From an optimization exercise on the open Yosys and OpenROAD flow, aimed at small area, a short achievable clock period and few clock cycles; shortcuts taken in it are not production practice. Function was checked by simulation only, so behaviour that the tests miss may differ from the original.

==> inputs of run a <==
==> flow/design.v <==
module sha256_core (
    input  wire         clk,
    input  wire         rst,
    input  wire         in_valid,
    input  wire         in_first,
    input  wire [31:0]  in_data,
    output wire         in_ready,
    output reg          out_valid,
    output wire [255:0] digest
);
    localparam [31:0] IV0 = 32'h6a09e667, IV1 = 32'hbb67ae85,
                      IV2 = 32'h3c6ef372, IV3 = 32'ha54ff53a,
                      IV4 = 32'h510e527f, IV5 = 32'h9b05688c,
                      IV6 = 32'h1f83d9ab, IV7 = 32'h5be0cd19;
    function [31:0] rotr;
        input [31:0] x;
        input integer n;
        begin
            rotr = (x >> n) | (x << (32 - n));
        end
    endfunction
    function [31:0] csa_s;
        input [31:0] x, y, z;
        begin
            csa_s = x ^ y ^ z;
        end
    endfunction
    function [31:0] csa_c;
        input [31:0] x, y, z;
        begin
            csa_c = ((x & y) | (x & z) | (y & z)) << 1;
        end
    endfunction
    function [31:0] add32;
        input [31:0] x, y;
        reg   [31:0] p, gg, pp, g2, p2;
        integer k, n, m;
        begin
            p  = x ^ y;
            gg = x & y;
            pp = p;
            for (k = 0; k < 5; k = k + 1) begin
                g2 = gg;
                p2 = pp;
                for (n = 0; n < 32; n = n + 1)
                    if (((n >> k) & 1) == 1) begin
                        m = ((n >> k) << k) - 1;
                        g2[n] = gg[n] | (pp[n] & gg[m]);
                        p2[n] = pp[n] & pp[m];
                    end
                gg = g2;
                pp = p2;
            end
            add32 = p ^ {gg[30:0], 1'b0};
        end
    endfunction
    reg        running;      
    reg [5:0]  kx;           
    reg        fin;          
    reg [1:0]  hp;           
    reg [3:0]  q;            
    reg [4:0]  j;            
    reg        nf;           
    reg        cf;           
    reg        init;         
    reg        last;         
    reg        fadd;         
    assign in_ready = (j == 5'd0) ? (hp == 2'd3 && (!running || kx == 6'd0 || kx >= 6'd49))
                                  : (j != 5'd16 && q == j[3:0]);
    wire take  = in_valid && in_ready;
    wire start = init && (j[4] || in_valid);
    wire idle_init = init && !running;
    wire       running_n = start || (running && !last);
    wire [3:0] q_n       = (take && j == 5'd0) ? 4'd1 : q + 4'd1;
    wire [4:0] j_n       = start ? 5'd0 : take ? j + 5'd1 : j;
    reg [31:0] k_n;
    always @(*) begin
        case (kx)
            6'd0:  k_n = 32'h428a2f98;  6'd1:  k_n = 32'h71374491;
            6'd2:  k_n = 32'hb5c0fbcf;  6'd3:  k_n = 32'he9b5dba5;
            6'd4:  k_n = 32'h3956c25b;  6'd5:  k_n = 32'h59f111f1;
            6'd6:  k_n = 32'h923f82a4;  6'd7:  k_n = 32'hab1c5ed5;
            6'd8:  k_n = 32'hd807aa98;  6'd9:  k_n = 32'h12835b01;
            6'd10: k_n = 32'h243185be;  6'd11: k_n = 32'h550c7dc3;
            6'd12: k_n = 32'h72be5d74;  6'd13: k_n = 32'h80deb1fe;
            6'd14: k_n = 32'h9bdc06a7;  6'd15: k_n = 32'hc19bf174;
            6'd16: k_n = 32'he49b69c1;  6'd17: k_n = 32'hefbe4786;
            6'd18: k_n = 32'h0fc19dc6;  6'd19: k_n = 32'h240ca1cc;
            6'd20: k_n = 32'h2de92c6f;  6'd21: k_n = 32'h4a7484aa;
            6'd22: k_n = 32'h5cb0a9dc;  6'd23: k_n = 32'h76f988da;
            6'd24: k_n = 32'h983e5152;  6'd25: k_n = 32'ha831c66d;
            6'd26: k_n = 32'hb00327c8;  6'd27: k_n = 32'hbf597fc7;
            6'd28: k_n = 32'hc6e00bf3;  6'd29: k_n = 32'hd5a79147;
            6'd30: k_n = 32'h06ca6351;  6'd31: k_n = 32'h14292967;
            6'd32: k_n = 32'h27b70a85;  6'd33: k_n = 32'h2e1b2138;
            6'd34: k_n = 32'h4d2c6dfc;  6'd35: k_n = 32'h53380d13;
            6'd36: k_n = 32'h650a7354;  6'd37: k_n = 32'h766a0abb;
            6'd38: k_n = 32'h81c2c92e;  6'd39: k_n = 32'h92722c85;
            6'd40: k_n = 32'ha2bfe8a1;  6'd41: k_n = 32'ha81a664b;
            6'd42: k_n = 32'hc24b8b70;  6'd43: k_n = 32'hc76c51a3;
            6'd44: k_n = 32'hd192e819;  6'd45: k_n = 32'hd6990624;
            6'd46: k_n = 32'hf40e3585;  6'd47: k_n = 32'h106aa070;
            6'd48: k_n = 32'h19a4c116;  6'd49: k_n = 32'h1e376c08;
            6'd50: k_n = 32'h2748774c;  6'd51: k_n = 32'h34b0bcb5;
            6'd52: k_n = 32'h391c0cb3;  6'd53: k_n = 32'h4ed8aa4a;
            6'd54: k_n = 32'h5b9cca4f;  6'd55: k_n = 32'h682e6ff3;
            6'd56: k_n = 32'h748f82ee;  6'd57: k_n = 32'h78a5636f;
            6'd58: k_n = 32'h84c87814;  6'd59: k_n = 32'h8cc70208;
            6'd60: k_n = 32'h90befffa;  6'd61: k_n = 32'ha4506ceb;
            6'd62: k_n = 32'hbef9a3f7;  default: k_n = 32'hc67178f2;
        endcase
    end
    reg [31:0] w [0:15];                 
    reg [31:0] a, b, c, d, e, f, g;      
    reg [31:0] pk;                       
    reg [31:0] x0, x1, x2, x3;           
    reg [31:0] y0, y1, y2, y3;           
    wire [31:0] xh0 = cf ? IV0 : x2;
    wire [31:0] yh0 = cf ? IV4 : y2;
    reg  [31:0] xiv, yiv;
    always @(*) begin
        case (kx[1:0])
            2'd2:    begin xiv = IV3; yiv = IV7; end
            2'd3:    begin xiv = IV2; yiv = IV6; end
            default: begin xiv = IV1; yiv = IV5; end
        endcase
    end
    wire [31:0] xadd = fadd ? a : 32'd0;
    wire [31:0] yadd = fadd ? e : 32'd0;
    wire [31:0] xhd  = (fadd && cf) ? xiv : x3;
    wire [31:0] yhd  = (fadd && cf) ? yiv : y3;
    wire [31:0] xm   = last ? xh0 : 32'd0;
    wire [31:0] ym   = last ? yh0 : 32'd0;
    wire [31:0] s1 = rotr(e, 6) ^ rotr(e, 11) ^ rotr(e, 25);
    wire [31:0] ch = (e & f) ^ (~e & g);
    wire [31:0] s0 = rotr(a, 2) ^ rotr(a, 13) ^ rotr(a, 22);
    wire [31:0] mj = (a & b) ^ (a & c) ^ (b & c);
    wire [31:0] es1 = csa_s(s1, ch, pk),    ec1 = csa_c(s1, ch, pk);
    wire [31:0] es2 = csa_s(es1, ec1, d),   ec2 = csa_c(es1, ec1, d);
    wire [31:0] es3 = csa_s(es2, ec2, ym),  ec3 = csa_c(es2, ec2, ym);
    wire [31:0] e_new = add32(es3, ec3);
    wire [31:0] as1 = csa_s(s0, mj, xm),    ac1 = csa_c(s0, mj, xm);
    wire [31:0] as2 = csa_s(es1, ec1, as1), ac2 = csa_c(es1, ec1, as1);
    wire [31:0] as3 = csa_s(as2, ac2, ac1), ac3 = csa_c(as2, ac2, ac1);
    wire [31:0] a_new = add32(as3, ac3);
    wire [31:0] ss0 = rotr(w[1], 7) ^ rotr(w[1], 18) ^ (w[1] >> 3);
    wire [31:0] ss1 = rotr(w[14], 17) ^ rotr(w[14], 19) ^ (w[14] >> 10);
    wire [31:0] ws1 = csa_s(ss1, w[9], ss0), wc1 = csa_c(ss1, w[9], ss0);
    wire [31:0] ws2 = csa_s(ws1, wc1, w[0]), wc2 = csa_c(ws1, wc1, w[0]);
    wire [31:0] wnew = add32(ws2, wc2);
    wire [31:0] x_in = add32(xhd, xadd);
    wire [31:0] y_in = add32(yhd, yadd);
    wire [31:0] hsel = init ? (nf ? IV7 : y1) : g;
    wire [31:0] ks1 = csa_s(hsel, k_n, w[1]), kc1 = csa_c(hsel, k_n, w[1]);
    integer i;
    always @(posedge clk) begin
        for (i = 0; i < 15; i = i + 1)
            w[i] <= w[i + 1];
        if (running && kx != 6'd0 && kx <= 6'd48)
            w[15] <= wnew;
        else if (take)
            w[15] <= in_data;
        else
            w[15] <= w[0];
        if (idle_init || (init && nf))
            a <= nf ? IV0 : x2;
        else
            a <= a_new;
        if (idle_init || (init && nf))
            e <= nf ? IV4 : y2;
        else
            e <= e_new;
        if (init) begin
            b <= nf ? IV1 : x_in;
            c <= nf ? IV2 : x0;
            d <= nf ? IV3 : x1;
            f <= nf ? IV5 : y_in;
            g <= nf ? IV6 : y0;
        end else begin
            b <= a; c <= b; d <= c;
            f <= e; g <= f;
        end
        pk <= add32(ks1, kc1);
        x0 <= x_in; x1 <= x0; x2 <= x1; x3 <= last ? a_new : x2;
        y0 <= y_in; y1 <= y0; y2 <= y1; y3 <= last ? e_new : y2;
        q <= q_n;
        if (take && j == 5'd0)
            nf <= in_first;
        if (start)
            cf <= nf;
        kx <= start ? 6'd1 : (running && !last) ? kx + 6'd1 : 6'd0;
        if (rst) begin
            running   <= 1'b0;
            fin       <= 1'b0;
            init      <= 1'b0;
            last      <= 1'b0;
            fadd      <= 1'b0;
            hp        <= 2'd3;
            j         <= 5'd0;
            out_valid <= 1'b0;
        end else begin
            out_valid <= fin;
            fin       <= last;
            last      <= running && kx == 6'd63;
            fadd      <= running && kx >= 6'd61;
            hp        <= hp + 2'd1;
            running   <= running_n;
            j         <= j_n;
            init      <= q_n == 4'd15 && (j_n[4] || j_n == 5'd15) &&
                         (!running_n || (running && kx == 6'd63));
        end
    end
    assign digest = {x0, x1, x2, x3, y0, y1, y2, y3};
endmodule
==> flow/flow/run.sh <==
#!/bin/bash
set -euo pipefail
bash standard.sh "BUFFER_PORTS_ARGS=-buffer_cell sky130_fd_sc_hd__buf_1" finish > standard_flow.log 2>&1
==> flow/standard.sh <==
#!/bin/bash
# synth_recipe.tcl (not shown) runs the flow's synth.tcl, then flattens the netlist and writes it again
# the make line also repeats each setting of config.mk as NAME=value (left out here)
make -C /OpenROAD-flow-scripts/flow DESIGN_CONFIG=/design/flow/config.mk WORK_HOME=/design/flow/orfs CLKGATE_MAP_FILE= SYNTH_SCRIPT=/design/flow/synth_recipe.tcl "${@:-finish}"
==> flow/config.mk <==
export PLATFORM = sky130hd
export DESIGN_NAME = sha256_core
export DESIGN_NICKNAME = sha256_core
export VERILOG_FILES = /design/flow/design.v
export SDC_FILE = /design/flow/constraint.sdc
export NUM_CORES = 4
export LEC_CHECK = 0
export CAP_MARGIN = 20
export CORE_MARGIN = 2
export CORE_UTILIZATION = 60
export CTS_CLUSTER_DIAMETER = 130
export CTS_CLUSTER_SIZE = 24
export GPL_TIMING_DRIVEN = 0
export SETUP_SLACK_MARGIN = 5
export SLEW_MARGIN = 20
export TNS_END_PERCENT = 100
==> flow/constraint.sdc <==
create_clock -name core_clock -period 10.0 [get_ports {clk}]
set_input_delay 2.0000 -clock core_clock [delete_from_list [all_inputs] [get_ports {clk}]]
set_output_delay 2.0000 -clock core_clock [all_outputs]
set_load 0.01 [all_outputs]
==> inputs of run b, as changes to run a <==
--- a/flow/design.v
+++ b/flow/design.v
@@ -55,6 +55,7 @@
         end
     endfunction
     reg        running;      
+    reg [5:0]  t;            
     reg [5:0]  kx;           
     reg        fin;          
     reg [1:0]  hp;           
@@ -65,7 +66,7 @@
     reg        init;         
     reg        last;         
     reg        fadd;         
-    assign in_ready = (j == 5'd0) ? (hp == 2'd3 && (!running || kx == 6'd0 || kx >= 6'd49))
+    assign in_ready = (j == 5'd0) ? (hp == 2'd3 && (!running || t >= 6'd48))
                                   : (j != 5'd16 && q == j[3:0]);
     wire take  = in_valid && in_ready;
     wire start = init && (j[4] || in_valid);
@@ -119,9 +120,9 @@
     wire [31:0] yh0 = cf ? IV4 : y2;
     reg  [31:0] xiv, yiv;
     always @(*) begin
-        case (kx[1:0])
-            2'd2:    begin xiv = IV3; yiv = IV7; end
-            2'd3:    begin xiv = IV2; yiv = IV6; end
+        case (t[1:0])
+            2'd1:    begin xiv = IV3; yiv = IV7; end
+            2'd2:    begin xiv = IV2; yiv = IV6; end
             default: begin xiv = IV1; yiv = IV5; end
         endcase
     end
@@ -156,7 +157,7 @@
     always @(posedge clk) begin
         for (i = 0; i < 15; i = i + 1)
             w[i] <= w[i + 1];
-        if (running && kx != 6'd0 && kx <= 6'd48)
+        if (running && t < 6'd48)
             w[15] <= wnew;
         else if (take)
             w[15] <= in_data;
@@ -189,6 +190,7 @@
         if (start)
             cf <= nf;
         kx <= start ? 6'd1 : (running && !last) ? kx + 6'd1 : 6'd0;
+        t  <= start ? 6'd0 : t + 6'd1;
         if (rst) begin
             running   <= 1'b0;
             fin       <= 1'b0;
@@ -201,13 +203,13 @@
         end else begin
             out_valid <= fin;
             fin       <= last;
-            last      <= running && kx == 6'd63;
-            fadd      <= running && kx >= 6'd61;
+            last      <= running && t == 6'd62;
+            fadd      <= running && t >= 6'd60 && t != 6'd63;
             hp        <= hp + 2'd1;
             running   <= running_n;
             j         <= j_n;
             init      <= q_n == 4'd15 && (j_n[4] || j_n == 5'd15) &&
-                         (!running_n || (running && kx == 6'd63));
+                         (!running_n || (running && t == 6'd62));
         end
     end
     assign digest = {x0, x1, x2, x3, y0, y1, y2, y3};
==> flow/run.sh (new file) <==
#!/bin/bash
# synth_recipe.tcl (not shown) runs the flow's synth.tcl, then flattens the netlist and writes it again
# the make line also repeats each setting of config.mk as NAME=value (left out here)
make -C /OpenROAD-flow-scripts/flow DESIGN_CONFIG=/design/flow/config.mk WORK_HOME=/design/flow/orfs CLKGATE_MAP_FILE= SYNTH_SCRIPT=/design/flow/synth_recipe.tcl finish
Settings changed: GPL_TIMING_DRIVEN 0 to unset.
removed: flow/flow/run.sh
removed: flow/standard.sh
==> inputs of run c, as changes to run a <==
==> flow/design.v, changed modules only <==
module sha256_core (
    input  wire         clk,
    input  wire         rst,
    input  wire         in_valid,
    input  wire         in_first,
    input  wire [31:0]  in_data,
    output wire         in_ready,
    output reg          out_valid,
    output wire [255:0] digest
);
    localparam [31:0] IV0 = 32'h6a09e667, IV1 = 32'hbb67ae85,
                      IV2 = 32'h3c6ef372, IV3 = 32'ha54ff53a,
                      IV4 = 32'h510e527f, IV5 = 32'h9b05688c,
                      IV6 = 32'h1f83d9ab, IV7 = 32'h5be0cd19;
    function [31:0] rotr;
        input [31:0] x;
        input integer n;
        begin
            rotr = (x >> n) | (x << (32 - n));
        end
    endfunction
    function [31:0] csa_s;
        input [31:0] x, y, z;
        begin
            csa_s = x ^ y ^ z;
        end
    endfunction
    function [31:0] csa_c;
        input [31:0] x, y, z;
        begin
            csa_c = ((x & y) | (x & z) | (y & z)) << 1;
        end
    endfunction
    reg        running;      
    reg [5:0]  t;            
    reg [5:0]  kx;           
    reg        fin;          
    reg [3:0]  q;            
    reg [4:0]  j;            
    reg        nf;           
    reg        cf;           
    reg        init;         
    assign in_ready = (j == 5'd0) ? (!running || t >= 6'd49)
                                  : (j != 5'd16 && q == j[3:0]);
    wire take  = in_valid && in_ready;
    wire start = init && (j[4] || in_valid);
    wire rot   = fin || (running && t >= 6'd61);
    wire       running_n = start || (running && t != 6'd63);
    wire [3:0] q_n       = (take && j == 5'd0) ? 4'd1 : q + 4'd1;
    wire [4:0] j_n       = start ? 5'd0 : take ? j + 5'd1 : j;
    reg [31:0] k_n;
    always @(*) begin
        case (kx)
            6'd0:  k_n = 32'h428a2f98;  6'd1:  k_n = 32'h71374491;
            6'd2:  k_n = 32'hb5c0fbcf;  6'd3:  k_n = 32'he9b5dba5;
            6'd4:  k_n = 32'h3956c25b;  6'd5:  k_n = 32'h59f111f1;
            6'd6:  k_n = 32'h923f82a4;  6'd7:  k_n = 32'hab1c5ed5;
            6'd8:  k_n = 32'hd807aa98;  6'd9:  k_n = 32'h12835b01;
            6'd10: k_n = 32'h243185be;  6'd11: k_n = 32'h550c7dc3;
            6'd12: k_n = 32'h72be5d74;  6'd13: k_n = 32'h80deb1fe;
            6'd14: k_n = 32'h9bdc06a7;  6'd15: k_n = 32'hc19bf174;
            6'd16: k_n = 32'he49b69c1;  6'd17: k_n = 32'hefbe4786;
            6'd18: k_n = 32'h0fc19dc6;  6'd19: k_n = 32'h240ca1cc;
            6'd20: k_n = 32'h2de92c6f;  6'd21: k_n = 32'h4a7484aa;
            6'd22: k_n = 32'h5cb0a9dc;  6'd23: k_n = 32'h76f988da;
            6'd24: k_n = 32'h983e5152;  6'd25: k_n = 32'ha831c66d;
            6'd26: k_n = 32'hb00327c8;  6'd27: k_n = 32'hbf597fc7;
            6'd28: k_n = 32'hc6e00bf3;  6'd29: k_n = 32'hd5a79147;
            6'd30: k_n = 32'h06ca6351;  6'd31: k_n = 32'h14292967;
            6'd32: k_n = 32'h27b70a85;  6'd33: k_n = 32'h2e1b2138;
            6'd34: k_n = 32'h4d2c6dfc;  6'd35: k_n = 32'h53380d13;
            6'd36: k_n = 32'h650a7354;  6'd37: k_n = 32'h766a0abb;
            6'd38: k_n = 32'h81c2c92e;  6'd39: k_n = 32'h92722c85;
            6'd40: k_n = 32'ha2bfe8a1;  6'd41: k_n = 32'ha81a664b;
            6'd42: k_n = 32'hc24b8b70;  6'd43: k_n = 32'hc76c51a3;
            6'd44: k_n = 32'hd192e819;  6'd45: k_n = 32'hd6990624;
            6'd46: k_n = 32'hf40e3585;  6'd47: k_n = 32'h106aa070;
            6'd48: k_n = 32'h19a4c116;  6'd49: k_n = 32'h1e376c08;
            6'd50: k_n = 32'h2748774c;  6'd51: k_n = 32'h34b0bcb5;
            6'd52: k_n = 32'h391c0cb3;  6'd53: k_n = 32'h4ed8aa4a;
            6'd54: k_n = 32'h5b9cca4f;  6'd55: k_n = 32'h682e6ff3;
            6'd56: k_n = 32'h748f82ee;  6'd57: k_n = 32'h78a5636f;
            6'd58: k_n = 32'h84c87814;  6'd59: k_n = 32'h8cc70208;
            6'd60: k_n = 32'h90befffa;  6'd61: k_n = 32'ha4506ceb;
            6'd62: k_n = 32'hbef9a3f7;  default: k_n = 32'hc67178f2;
        endcase
    end
    reg [31:0] w [0:15];                 
    reg [31:0] a, b, c, e, f, g;         
    reg [31:0] pk, pe;                   
    reg [31:0] x0, x1, x2, x3;           
    reg [31:0] y0, y1, y2, y3;           
    wire [31:0] s1 = rotr(e, 6) ^ rotr(e, 11) ^ rotr(e, 25);
    wire [31:0] ch = (e & f) ^ (~e & g);
    wire [31:0] s0 = rotr(a, 2) ^ rotr(a, 13) ^ rotr(a, 22);
    wire [31:0] mj = (a & b) ^ (a & c) ^ (b & c);
    wire [31:0] es1 = csa_s(s1, ch, pe), ec1 = csa_c(s1, ch, pe);
    wire [31:0] e_new = es1 + ec1;
    wire [31:0] as1 = csa_s(s1, ch, pk),    ac1 = csa_c(s1, ch, pk);
    wire [31:0] as2 = csa_s(s0, mj, as1),   ac2 = csa_c(s0, mj, as1);
    wire [31:0] as3 = csa_s(as2, ac2, ac1), ac3 = csa_c(as2, ac2, ac1);
    wire [31:0] a_new = as3 + ac3;
    wire [31:0] ss0 = rotr(w[1], 7) ^ rotr(w[1], 18) ^ (w[1] >> 3);
    wire [31:0] ss1 = rotr(w[14], 17) ^ rotr(w[14], 19) ^ (w[14] >> 10);
    wire [31:0] ws1 = csa_s(ss1, w[9], ss0), wc1 = csa_c(ss1, w[9], ss0);
    wire [31:0] ws2 = csa_s(ws1, wc1, w[0]), wc2 = csa_c(ws1, wc1, w[0]);
    wire [31:0] wnew = ws2 + wc2;
    wire [31:0] add_a = x3 + a;
    wire [31:0] add_e = y3 + e;
    wire [31:0] xa0 = rot ? add_a : x0, xa1 = rot ? x0 : x1,
                xa2 = rot ? x1 : x2,    xa3 = rot ? x2 : x3;
    wire [31:0] ye0 = rot ? add_e : y0, ye1 = rot ? y0 : y1,
                ye2 = rot ? y1 : y2,    ye3 = rot ? y2 : y3;
    wire [31:0] i_a = nf ? IV0 : xa0, i_b = nf ? IV1 : xa1,
                i_c = nf ? IV2 : xa2, i_d = nf ? IV3 : xa3,
                i_e = nf ? IV4 : ye0, i_f = nf ? IV5 : ye1,
                i_g = nf ? IV6 : ye2, i_h = nf ? IV7 : ye3;
    wire [31:0] hsel = init ? i_h : g;
    wire [31:0] dsel = init ? i_d : c;
    wire [31:0] ks1 = csa_s(hsel, k_n, w[1]), kc1 = csa_c(hsel, k_n, w[1]);
    wire [31:0] ks2 = csa_s(ks1, kc1, dsel),  kc2 = csa_c(ks1, kc1, dsel);
    integer i;
    always @(posedge clk) begin
        for (i = 0; i < 15; i = i + 1)
            w[i] <= w[i + 1];
        if (running && t < 6'd48)
            w[15] <= wnew;
        else if (take)
            w[15] <= in_data;
        else
            w[15] <= w[0];
        if (init) begin
            a <= i_a; b <= i_b; c <= i_c;
            e <= i_e; f <= i_f; g <= i_g;
        end else begin
            a <= a_new; b <= a; c <= b;
            e <= e_new; f <= e; g <= f;
        end
        pk <= ks1 + kc1;
        pe <= ks2 + kc2;
        if (rot) begin
            x0 <= add_a; x1 <= x0; x2 <= x1; x3 <= x2;
            y0 <= add_e; y1 <= y0; y2 <= y1; y3 <= y2;
        end else if (running && t == 6'd0 && cf) begin
            x0 <= IV0; x1 <= IV1; x2 <= IV2; x3 <= IV3;
            y0 <= IV4; y1 <= IV5; y2 <= IV6; y3 <= IV7;
        end
        q <= q_n;
        if (take && j == 5'd0)
            nf <= in_first;
        if (start)
            cf <= nf;
        kx <= start ? 6'd1 : (running && t != 6'd63) ? kx + 6'd1 : 6'd0;
        t  <= start ? 6'd0 : t + 6'd1;
        if (rst) begin
            running   <= 1'b0;
            fin       <= 1'b0;
            init      <= 1'b0;
            j         <= 5'd0;
            out_valid <= 1'b0;
        end else begin
            out_valid <= fin;
            fin       <= running && t == 6'd63;
            running   <= running_n;
            j         <= j_n;
            init      <= !running_n && q_n == 4'd15 &&
                         (j_n[4] || j_n == 5'd15);
        end
    end
    assign digest = {x0, x1, x2, x3, y0, y1, y2, y3};
endmodule
==> flow/run.sh (new file) <==
#!/bin/bash
# synth_recipe.tcl (not shown) runs the flow's synth.tcl, then flattens the netlist and writes it again
# the make line also repeats each setting of config.mk as NAME=value (left out here)
make -C /OpenROAD-flow-scripts/flow DESIGN_CONFIG=/design/flow/config.mk WORK_HOME=/design/flow/orfs CLKGATE_MAP_FILE= SYNTH_SCRIPT=/design/flow/synth_recipe.tcl finish
Settings changed: CORE_UTILIZATION 60 to 40, CTS_CLUSTER_DIAMETER 130 to unset, CTS_CLUSTER_SIZE 24 to unset, GPL_TIMING_DRIVEN 0 to unset.
removed: flow/flow/run.sh
removed: flow/standard.sh
==> inputs of run d, as changes to run a <==
--- a/flow/design.v
+++ b/flow/design.v
@@ -55,6 +55,7 @@
         end
     endfunction
     reg        running;      
+    reg [5:0]  t;            
     reg [5:0]  kx;           
     reg        fin;          
     reg [1:0]  hp;           
@@ -65,7 +66,7 @@
     reg        init;         
     reg        last;         
     reg        fadd;         
-    assign in_ready = (j == 5'd0) ? (hp == 2'd3 && (!running || kx == 6'd0 || kx >= 6'd49))
+    assign in_ready = (j == 5'd0) ? (hp == 2'd3 && (!running || t >= 6'd48))
                                   : (j != 5'd16 && q == j[3:0]);
     wire take  = in_valid && in_ready;
     wire start = init && (j[4] || in_valid);
@@ -119,9 +120,9 @@
     wire [31:0] yh0 = cf ? IV4 : y2;
     reg  [31:0] xiv, yiv;
     always @(*) begin
-        case (kx[1:0])
-            2'd2:    begin xiv = IV3; yiv = IV7; end
-            2'd3:    begin xiv = IV2; yiv = IV6; end
+        case (t[1:0])
+            2'd1:    begin xiv = IV3; yiv = IV7; end
+            2'd2:    begin xiv = IV2; yiv = IV6; end
             default: begin xiv = IV1; yiv = IV5; end
         endcase
     end
@@ -156,7 +157,7 @@
     always @(posedge clk) begin
         for (i = 0; i < 15; i = i + 1)
             w[i] <= w[i + 1];
-        if (running && kx != 6'd0 && kx <= 6'd48)
+        if (running && t < 6'd48)
             w[15] <= wnew;
         else if (take)
             w[15] <= in_data;
@@ -189,6 +190,7 @@
         if (start)
             cf <= nf;
         kx <= start ? 6'd1 : (running && !last) ? kx + 6'd1 : 6'd0;
+        t  <= start ? 6'd0 : t + 6'd1;
         if (rst) begin
             running   <= 1'b0;
             fin       <= 1'b0;
@@ -201,13 +203,13 @@
         end else begin
             out_valid <= fin;
             fin       <= last;
-            last      <= running && kx == 6'd63;
-            fadd      <= running && kx >= 6'd61;
+            last      <= running && t == 6'd62;
+            fadd      <= running && t >= 6'd60 && t != 6'd63;
             hp        <= hp + 2'd1;
             running   <= running_n;
             j         <= j_n;
             init      <= q_n == 4'd15 && (j_n[4] || j_n == 5'd15) &&
-                         (!running_n || (running && kx == 6'd63));
+                         (!running_n || (running && t == 6'd62));
         end
     end
     assign digest = {x0, x1, x2, x3, y0, y1, y2, y3};
==> flow/run.sh (new file) <==
#!/bin/bash
# synth_recipe.tcl (not shown) runs the flow's synth.tcl, then flattens the netlist and writes it again
# the make line also repeats each setting of config.mk as NAME=value (left out here)
make -C /OpenROAD-flow-scripts/flow DESIGN_CONFIG=/design/flow/config.mk WORK_HOME=/design/flow/orfs CLKGATE_MAP_FILE= SYNTH_SCRIPT=/design/flow/synth_recipe.tcl finish
Settings changed: CORE_UTILIZATION 60 to 70, CTS_CLUSTER_DIAMETER 130 to unset, CTS_CLUSTER_SIZE 24 to unset, GPL_TIMING_DRIVEN 0 to unset, PLACE_DENSITY set to 0.8.
removed: flow/flow/run.sh
removed: flow/standard.sh
==> key figures <==
Status
  – Run status: no timing/DRC/antenna violations

Cells and area
  – Number of combinational gates with multiple inputs: between 2000 and 3000
  – Area fraction of clock buffers and clock inverters: 6.161%
  – Number of antenna cells inserted: 6

GRT
  – First-pass GRT wire length: approximately 250000 um
  – Met3 usage: ~16%
  – Initial antenna violation count: 9

Critical path
  – Worst reg-to-reg path cell count: 14
  – Critical path destination: w[15][17]$_DFF_P_
  – Number of buffer and inverter instances along the worst setup path: 2

Synth
  – Avg Cell Area, Syn: ~11 um^2
  – Commonest cells in the synthesized netlist: 1053 x dfxtp_1, 333 x xnor2_1, 288 x fa_1, 255 x nand2_1, 234 x inv_1
  – Mux cell area share after synthesis: between 2 and 2.5%
  – Number of different library cells in the post-synthesis netlist: 74

Placement
  – Total cell area at the placement stage: 49940 um^2
[end of results for run d]
==> key figures <==
Critical path
  – Number of buffer and inverter instances along the worst setup path: 2
  – Worst reg-to-reg path cell count: 19
  – Critical path destination: pe[31]$_DFF_P_

Status
  – Run status: no timing/DRC/antenna violations

GRT
  – Initial antenna violation count: 8
  – First-pass GRT wire length: 266000 um

Detailed routing
  – Antenna Nets Post-Route: 0

Synth
  – Mux cell area share after synthesis: 1.111%
  – Avg Cell Area, Syn: just over 10 um^2

Cells and area
  – Area fraction of clock buffers and clock inverters: under 10%
  – Number of combinational gates with multiple inputs: 3466
[end of results for run c]
==> key figures <==
Cells and area
  – Number of antenna cells inserted: 2
  – Number of combinational gates with multiple inputs: 2651
  – Area fraction of clock buffers and clock inverters: around 2.5%

Placement
  – Total cell area at the placement stage: 48470 um^2

Critical path
  – Critical path destination: pk[31]$_DFF_P_
  – Worst reg-to-reg path cell count: 18

Synth
  – Avg Cell Area, Syn: between 10 and 15 um^2
  – Number of different library cells in the post-synthesis netlist: 86

Status
  – Run status: no timing/DRC/antenna violations

GRT
  – Initial antenna violation count: 7

Timing
  – Setup violation total in the final timing report: 0

Detailed routing
  – Routed length per instance: 30.82 um
[end of results for run a]
==> key figures <==
Status
  – Run status: no timing/DRC/antenna violations

GRT
  – First-pass GRT wire length: about 210000 um
  – Met3 usage: ~5.8%
  – Initial antenna violation count: 3

Critical path
  – Critical path destination: e[26]$_DFF_P_
  – Number of buffer and inverter instances along the worst setup path: 2

Cells and area
  – Number of antenna cells inserted: 0
  – Number of combinational gates with multiple inputs: 2761
  – Area fraction of clock buffers and clock inverters: between 2 and 3%

Placement
  – Total cell area at the placement stage: about 50000 um^2

Synth
  – Number of different library cells in the post-synthesis netlist: 74
  – Avg Cell Area, Syn: 10.83 um^2
[end of results for run b]
Testbench counts of run a, summed over its fixed seeds: cycles 32,904.
Testbench counts of run b, summed over its fixed seeds: cycles 32,904.
Testbench counts of run c, summed over its fixed seeds: cycles 33,408.
Testbench counts of run d, summed over its fixed seeds: cycles 32,904.

==> separate check: timing with driven ports <==
The flow's constraints put no driver on any port. The routed layouts listed below were extracted and timed again, unchanged, in two steps. Step 1: set_driving_cell puts a clkbuf_16 on clk and a buf_2 on each other input, an assumption about the parent block. Step 2 adds t to the input delays and takes it off the output delays; t is the mean of the earliest and latest rising clock arrival at the registers after step 1. Input paths then give back, and output paths get back, about the clock's delay inside the block. Three values: ideal ports, drivers, drivers and shift; two values: the first two.
run | t (ns) | setup WS [ns] | worst setup path at the end
run a | 0.749 | 4.944 / 4.944 / 4.944 | register to register
run b | 0.724 | 5.033 / 5.033 / 5.033 | register to register
run c | 0.801 | 4.800 / 4.800 / 4.800 | register to register
run d | 0.756 | 4.630 / 4.630 / 4.630 | register to register
After both steps setup and hold are still met in every run listed.
